From an optimization exercise on the open Yosys and OpenROAD flow, aimed at small area, a short achievable clock period and few clock cycles per item; shortcuts taken in it are not production practice.
Where RTL was checked, it was by simulation tests only, not by an equivalence proof against the original.
No activity file was given, so power comes from the tool's default toggle rates.

== lane 2 ==
// winnow_dec
module winnow_dec (
    input  wire        clk,
    input  wire        rst,
    input  wire        in_valid,
    output wire        in_ready,
    input  wire [7:0]  in_data,
    input  wire [6:0]  in_n,
    output wire        out_valid,
    input  wire        out_ready,
    output wire [31:0] out_data,
    output wire        out_last
);
    localparam S_HDR  = 2'd0;      
    localparam S_FLAG = 2'd1;      
    localparam S_RAW  = 2'd2;      
    localparam S_BITS = 2'd3;      
    localparam D_CODE = 1'b0;      
    localparam D_ESC  = 1'b1;      
    reg [1:0]  st;
    reg        ds;
    reg [6:0]  n;
    reg [4:0]  kk;
    reg [2:0]  lgk;                
    reg        fc;
    reg [1:0]  mode;
    reg [6:0]  cnt;                
    reg [1:0]  wc;                 
    reg        warm;               
    reg [5:0]  ar;                 
    reg [1:0]  bi;                 
    reg        irdy;               
    reg [511:0] ring;              
    reg [5:0]  s;                  
    reg [7:0]  flag_c;
    reg [31:0] fbuf;               
    reg [1:0]  c2;                 
    reg        fok;                
    reg [39:0] W;                  
    reg [5:0]  bcnt;
    reg        le32;               
    reg [7:0]  ib;                 
    reg        ibv;
    reg        rdyb;               
    reg        more;               
    reg [6:0]  lbr;                
    reg [4:0]  qacc;               
    reg        uv;
    reg [23:0] u;                  
    reg        up1, up2;           
    reg [7:0]  uflag;
    reg        ulast;
    reg        ov;
    reg [31:0] out_word;
    reg        olast;
    reg [23:0] x2;
    wire [23:0] x1 = out_word[31:8];
    assign in_ready  = irdy;
    assign out_valid = ov;
  ...
Size in the first run: about 3200 cells after synthesis, about 760 flip-flops, ~54 I/O pins, ~0.033 mm² of cells after synthesis.
Settings: LEC_CHECK=0, CAP_MARGIN=20, CORE_MARGIN=2, CORE_UTILIZATION=40, CTS_CLUSTER_DIAMETER=80, CTS_CLUSTER_SIZE=24, SLEW_MARGIN=20, TNS_END_PERCENT=5; clock period 10.0 ns.
standard.sh (not shown) runs the stock make flow with config.mk's settings and CLKGATE_MAP_FILE= SYNTH_SCRIPT=/design/flow/synth_recipe.tcl, a recipe that flattens the netlist after the stock synthesis.
==> flow/flow/run.sh <==
#!/bin/bash
set -euo pipefail
sed "s/CLKGATE_MAP_FILE= /CLKGATE_MAP_FILE= SETUP_SLACK_MARGIN=6.5 'BUFFER_PORTS_ARGS=-buffer_cell sky130_fd_sc_hd__buf_2' /" standard.sh > standard_margin.sh
bash standard_margin.sh > make_flow.log 2>&1
Testbench counts of lane 2, summed over its fixed seeds: cycles 36,056, blocks 320.
What lane 3 does differently from lane 2 at the input level:
==> flow/flow/run.sh <==
#!/bin/bash
set -euo pipefail
sed "s/CLKGATE_MAP_FILE= /CLKGATE_MAP_FILE= SETUP_SLACK_MARGIN=6.0 'BUFFER_PORTS_ARGS=-buffer_cell sky130_fd_sc_hd__buf_2' /" standard.sh > standard_margin.sh
bash standard_margin.sh > make_flow.log 2>&1
## What came out
Lane 3 against lane 2: post-layout net count decreased 48; minimum setup slack in the final design decreased 0.18 ns. Run comparison: lane 2 worst setup path startpoint bcnt[0]; lane 3 worst setup path startpoint W[0]. Total power of lane 3 is lower than that of lane 2. Relative to lane 2, lane 3 improves final hold slack. Going from lane 2 to lane 3, worst max-slew margin expressed relative to the limit dropped 12 points, critical path required time dropped 0.12 ns, layout buffering overhead excluding clock cells dropped 1.6 points.

========
## maple
winnow_dec, a different RTL version from the one above (not shown whole).
For scale: roughly 3400 cells after synthesis, roughly 760 flip-flops, ~54 I/O pins, about 0.035 mm² of cells after synthesis.
Settings: LEC_CHECK=0, CAP_MARGIN=20, CORE_MARGIN=2, CORE_UTILIZATION=40, CTS_CLUSTER_DIAMETER=90, CTS_CLUSTER_SIZE=27, SLEW_MARGIN=20, TNS_END_PERCENT=5; clock period 10.0 ns.
==> flow/flow/run.sh <==
#!/bin/bash
set -euo pipefail
sed "s/CLKGATE_MAP_FILE= /CLKGATE_MAP_FILE= SETUP_SLACK_MARGIN=6.3 'BUFFER_PORTS_ARGS=-buffer_cell sky130_fd_sc_hd__buf_2' /" standard.sh > standard_margin.sh
bash standard_margin.sh > make_flow.log 2>&1
maple | stages: all done | timing, DRC, antenna: all pass
Testbench counts of maple, summed over its fixed seeds: cycles 35,752, blocks 320.
[inputs] birch vs maple
- CTS_CLUSTER_DIAMETER: 90 -> 80
- CTS_CLUSTER_SIZE: 27 -> 24
## What came out
Where fmax is concerned, maple is outperformed by birch.
Changes observed in birch relative to maple: met1 track utilization from global routing stayed essentially flat, area growth from synthesis to final layout moved up, wire length was more or less identical, combinational power share shrank by 0.4 points.
Any difference in cell count between birch and maple is small enough to ignore.
From maple to birch the numbers moved as follows: via count of the first global-routing pass comparable; worst setup slack now larger; proportion of power drawn by flip-flops and latches now smaller.
The actual transition at the worst max-transition pin reported for birch is smaller than that of maple by 0.087 ns.
For maple, the critical path endpoint was W[19], unlike birch, where it was W[38].

========
before:
winnow_dec, a different RTL version from the one above (not shown whole).
Size: ~3300 cells after synthesis, about 760 flip-flops, about 54 I/O pins, ~34000 µm² of cells after synthesis.
Settings: LEC_CHECK=0, CAP_MARGIN=20, CORE_MARGIN=2, CORE_UTILIZATION=40, CTS_CLUSTER_DIAMETER=80, CTS_CLUSTER_SIZE=24, SLEW_MARGIN=20, TNS_END_PERCENT=5; clock period 10.0 ns.
==> flow/flow/run.sh <==
#!/bin/bash
set -euo pipefail
sed "s/CLKGATE_MAP_FILE= /CLKGATE_MAP_FILE= SETUP_SLACK_MARGIN=6.5 'BUFFER_PORTS_ARGS=-buffer_cell sky130_fd_sc_hd__buf_2' /" standard.sh > standard_margin.sh
bash standard_margin.sh > make_flow.log 2>&1
before completed end to end with timing, DRC and antenna clean.
Testbench counts of before, summed over its fixed seeds: cycles 35,752, blocks 320.
Here is what was changed in the inputs of after compared with before.
==> flow/flow/run.sh <==
#!/bin/bash
set -euo pipefail
sed 's/CLKGATE_MAP_FILE= /CLKGATE_MAP_FILE= SETUP_SLACK_MARGIN=6.3 /' standard.sh > standard_margin.sh
bash standard_margin.sh > make_flow.log 2>&1
Notes after the runs:
- after vs. before: fraction of standard cell area that is sequential rose 0.57 points; part of the total power dissipated in combinational logic fell 1.9 points; clock-buffer cell count rose 2; leakage component of the power fell 0.35 nW; via count fell 1.8%.
- Taking before as the reference, in after total area of sequential cells essentially unchanged; non-clock buffer count decreased 54; time the worst path needs with I/O delays and setup increased 44 ps.
- Relative to before, the fmax measured on after has decreased slightly.
- [diff] total power, after relative to before: improvement

========
## run A
winnow_dec, a different RTL version from the one above (not shown whole).
For scale: about 3,400 cells after synthesis, roughly 720 flip-flops, about 54 I/O pins, roughly 35,000 µm² of cells after synthesis.
export LEC_CHECK = 0
export CAP_MARGIN = 20
export CORE_MARGIN = 2
export CORE_UTILIZATION = 40
export SETUP_SLACK_MARGIN = 5
export SLEW_MARGIN = 20
create_clock -name core_clock -period 10.0 [get_ports {clk}]
run.sh (not shown) runs the stock make flow with config.mk's settings and CLKGATE_MAP_FILE= SYNTH_SCRIPT=/design/flow/synth_recipe.tcl, a recipe that flattens the netlist after the stock synthesis.
Stock flow here: none of the scripts above is used.
The flow did not stop early for run A: all stages ran, and the layout cleared the timing, DRC and antenna checks.
Changes in run B relative to run A:
# run A
export LEC_CHECK = 0
export CAP_MARGIN = 20
export CORE_MARGIN = 2
export CORE_UTILIZATION = 40
export SETUP_SLACK_MARGIN = 5
export SLEW_MARGIN = 20
create_clock -name core_clock -period 10.0 [get_ports {clk}]
# run B
export LEC_CHECK = 0
export CAP_MARGIN = 20
export CORE_MARGIN = 2
export CORE_UTILIZATION = 65
export SETUP_SLACK_MARGIN = 5
export SLEW_MARGIN = 20
create_clock -name core_clock -period 10.0 [get_ports {clk}]
Notes after the runs:
Of run B and run A, only run B never reached the final stage. Run B is listed as incomplete: the tool reported an error in 5_1_grt and the run ended there. Diff run A -> run B | number of clock buffers inserted by TritonCTS | down by a few percent. Measured against each other, run B and run A differ in horizontal die dimension, the higher figure coming from run A. Number of cells upsized or downsized after cts (run B over run A): increase, 120%. Diff run A -> run B | initial core utilization | increase of 25 points. Compared with run A, run B shows cell row count lower by 21%.
Function was not checked in any run of this note: the RTL went through the layout flow alone.

========
## T
Another version of the RTL of winnow_dec (not shown whole).
For scale: ~3,300 cells after synthesis, roughly 770 flip-flops, roughly 54 I/O pins.
Design winnow_dec, start of the top module:
module winnow_dec (
    input  wire        clk,
    input  wire        rst,
    input  wire        in_valid,
    output wire        in_ready,
    input  wire [7:0]  in_data,
    input  wire [6:0]  in_n,
    output wire        out_valid,
    input  wire        out_ready,
    output wire [31:0] out_data,
    output wire        out_last
);
clock: 10.0 ns
lec_check: 0
cap_margin: 20
core_margin: 2
core_utilization: 40
cts_cluster_diameter: 80
cts_cluster_size: 24
slew_margin: 20
standard.sh (not shown) runs the stock make flow with config.mk's settings and CLKGATE_MAP_FILE= SYNTH_SCRIPT=/design/flow/synth_recipe.tcl, a recipe that flattens the netlist after the stock synthesis.
==> flow/flow/run.sh <==
#!/bin/bash
set -euo pipefail
sed 's/CLKGATE_MAP_FILE= /CLKGATE_MAP_FILE= SETUP_SLACK_MARGIN=6.0 /' standard.sh > standard_margin.sh
bash standard_margin.sh > make_flow.log 2>&1
Edits applied to the flow inputs when going from T to Q:
==> flow/flow/run.sh <==
#!/bin/bash
set -euo pipefail
sed 's/CLKGATE_MAP_FILE= /CLKGATE_MAP_FILE= SETUP_SLACK_MARGIN=6.3 /' standard.sh > standard_margin.sh
bash standard_margin.sh > make_flow.log 2>&1
Results
- The via count of Q was inferior to that of T.
- [diff] DRC marker count from the first detailed-route iteration, Q relative to T: regression
- The instance count after placement with tap cells included of T and that of Q are within noise of each other.
- Compared with T, Q shows via count of the first global-routing pass that has gone up slightly.
- Going from T to Q, share of the final layout cell area in sequential cells lost 1.5 points; final critical delay including setup and external delays lost 0.17 ns.
- Diff T -> Q | overall routing resource usage | increase of 0.16 points
- Compared Q vs T, and combinational fraction of design power is up in Q.
Function was not checked in any run of this note: the RTL went through the layout flow alone.

========
v36:
winnow_dec with an RTL version that a note above also has.
Size in the first run: ~3400 cells after synthesis, roughly 54 I/O pins, about 35000 sq um of cells after synthesis.
clock: 10.0 ns
lec_check: 0
cap_margin: 20
core_margin: 2
core_utilization: 40
cts_cluster_diameter: 80
cts_cluster_size: 24
place_density: 0.75
slew_margin: 20
tns_end_percent: 5
==> flow/flow/run.sh <==
#!/bin/bash
set -euo pipefail
sed "s/CLKGATE_MAP_FILE= /CLKGATE_MAP_FILE= SETUP_SLACK_MARGIN=6.3 'BUFFER_PORTS_ARGS=-buffer_cell sky130_fd_sc_hd__buf_2' /" standard.sh > standard_margin.sh
bash standard_margin.sh > make_flow.log 2>&1
Testbench counts of v36, summed over its fixed seeds: cycles 35,752, blocks 320.
Changes in v34 relative to v36:
# v36
export LEC_CHECK = 0
export CAP_MARGIN = 20
export CORE_MARGIN = 2
export CORE_UTILIZATION = 40
export CTS_CLUSTER_DIAMETER = 80
export CTS_CLUSTER_SIZE = 24
export PLACE_DENSITY = 0.75
export SLEW_MARGIN = 20
export TNS_END_PERCENT = 5
create_clock -name core_clock -period 10.0 [get_ports {clk}]
# v34
export LEC_CHECK = 0
export CAP_MARGIN = 20
export CORE_MARGIN = 2
export CORE_UTILIZATION = 40
export CTS_CLUSTER_DIAMETER = 80
export CTS_CLUSTER_SIZE = 24
export SLEW_MARGIN = 20
export TNS_END_PERCENT = 0
create_clock -name core_clock -period 10.0 [get_ports {clk}]
Results
- In the flow results for v34 and v36, the worst hold slack is larger on v36.
- From v34 to v36, starting utilization of the core area did not move at all.
- The areal power density over the cells of v34 and that of v36 are within noise of each other.
- Combinational group share of total power: v34 < v36
- Sequential share of layout area in v34 is 0.22 points lower than in v36
- v34 went all the way through the flow, and no timing, DRC or antenna check failed.
- Of the two values seen for slowest stage cell on the critical path, sky130_fd_sc_hd__and4_2 was produced by v36 and sky130_fd_sc_hd__a21boi_0 by v34.
- v34 vs v36 on met2 wire length: v34 is the lower one.
- Between v34 and v36, number of buffers inserted during clock tree synthesis is lower for v36, v34 comes in above that.
- Between v34 and v36, the difference in final routed wire length divided by cell count is negligible.
- Changes observed in v34 relative to v36: combined flip-flop and latch cell area now sits at about the same level, final period utilization now sits at about the same level.

========
RTL: one of the versions met above, not the one the previous note started from.
Size: ~3300 cells after synthesis.
Settings: LEC_CHECK=0, CAP_MARGIN=20, CORE_MARGIN=2, CORE_UTILIZATION=40, CTS_CLUSTER_DIAMETER=100, CTS_CLUSTER_SIZE=30, SLEW_MARGIN=20, TNS_END_PERCENT=5; clock period 10.0 ns.
Scripts as last shown in full above: flow/flow/run.sh
The first run finished with timing, DRC and antenna clean.
Testbench counts at the start, summed over its fixed seeds: cycles 35,752, blocks 320.
Change:
==> flow/flow/run.sh (replaced) <==
#!/bin/bash
set -euo pipefail
sed 's/CLKGATE_MAP_FILE= /CLKGATE_MAP_FILE= SETUP_SLACK_MARGIN=6.3 /' standard.sh > standard_margin.sh
bash standard_margin.sh > make_flow.log 2>&1
--- a/flow/config.mk
+++ b/flow/config.mk
@@ -9,6 +9,5 @@
 export CORE_MARGIN = 2
 export CORE_UTILIZATION = 40
-export CTS_CLUSTER_DIAMETER = 100
-export CTS_CLUSTER_SIZE = 30
+export CTS_CLUSTER_DIAMETER = 80
+export CTS_CLUSTER_SIZE = 24
 export SLEW_MARGIN = 20
-export TNS_END_PERCENT = 5
What happened: Final area grows by a few percent. Worst setup slack gets better by 100 ps. Routed wire length grows by a few percent. Power grows by a few percent.

## re-timing with driven ports
No port has a modelled driver above. Below, the same layouts with a new extraction and two added sets of constraints.
Step 1 assumes that a clkbuf_16 drives the clock port and a buf_2 every other input.
Step 2, shift: input delay + t, output delay - t, t = (earliest + latest rising clock arrival at the registers) / 2. This alone moves slack from input paths to output paths.
Slacks: ideal / step 1 / step 2; pairs: ideal / step 1.
run	t (ns)	slack for setup (ns)	clock arrival spread, ns	slew at the worst register clock pin (ns)
lane 2	0.672	6.235 / 6.235 / 5.570	0.052 / 0.052	0.10 / 0.10
lane 3	0.664	6.059 / 5.977 / 5.313	0.035 / 0.034	0.10 / 0.10
maple	0.670	6.174 / 6.174 / 5.668	0.057 / 0.058	0.11 / 0.11
birch	0.676	6.299 / 6.289 / 5.613	0.050 / 0.050	0.10 / 0.10
before	0.673	6.210 / 6.233 / 5.560	0.056 / 0.056	0.10 / 0.10
after	0.668	6.167 / 6.163 / 5.581	0.043 / 0.044	0.10 / 0.10
run A	0.689	5.098 / 5.098 / 5.098	0.030 / 0.031	0.07 / 0.07
T	0.667	6.024 / 6.015 / 5.457	0.041 / 0.041	0.10 / 0.10
Q	0.655	6.195 / 6.195 / 5.681	0.054 / 0.055	0.10 / 0.10
v36	0.677	6.247 / 6.244 / 5.567	0.033 / 0.032	0.10 / 0.10
v34	0.678	6.252 / 6.253 / 5.577	0.051 / 0.051	0.10 / 0.10
the first run of note 7	0.661	6.163 / 6.163 / 5.593	0.045 / 0.045	0.12 / 0.12
the second run of note 7	0.684	6.266 / 6.266 / 5.590	0.055 / 0.056	0.10 / 0.10
After both steps every run listed still meets setup and hold. The setup slack of lane 3, which loses most, moves by -0.082 ns with the drivers and by -0.746 ns with both steps.
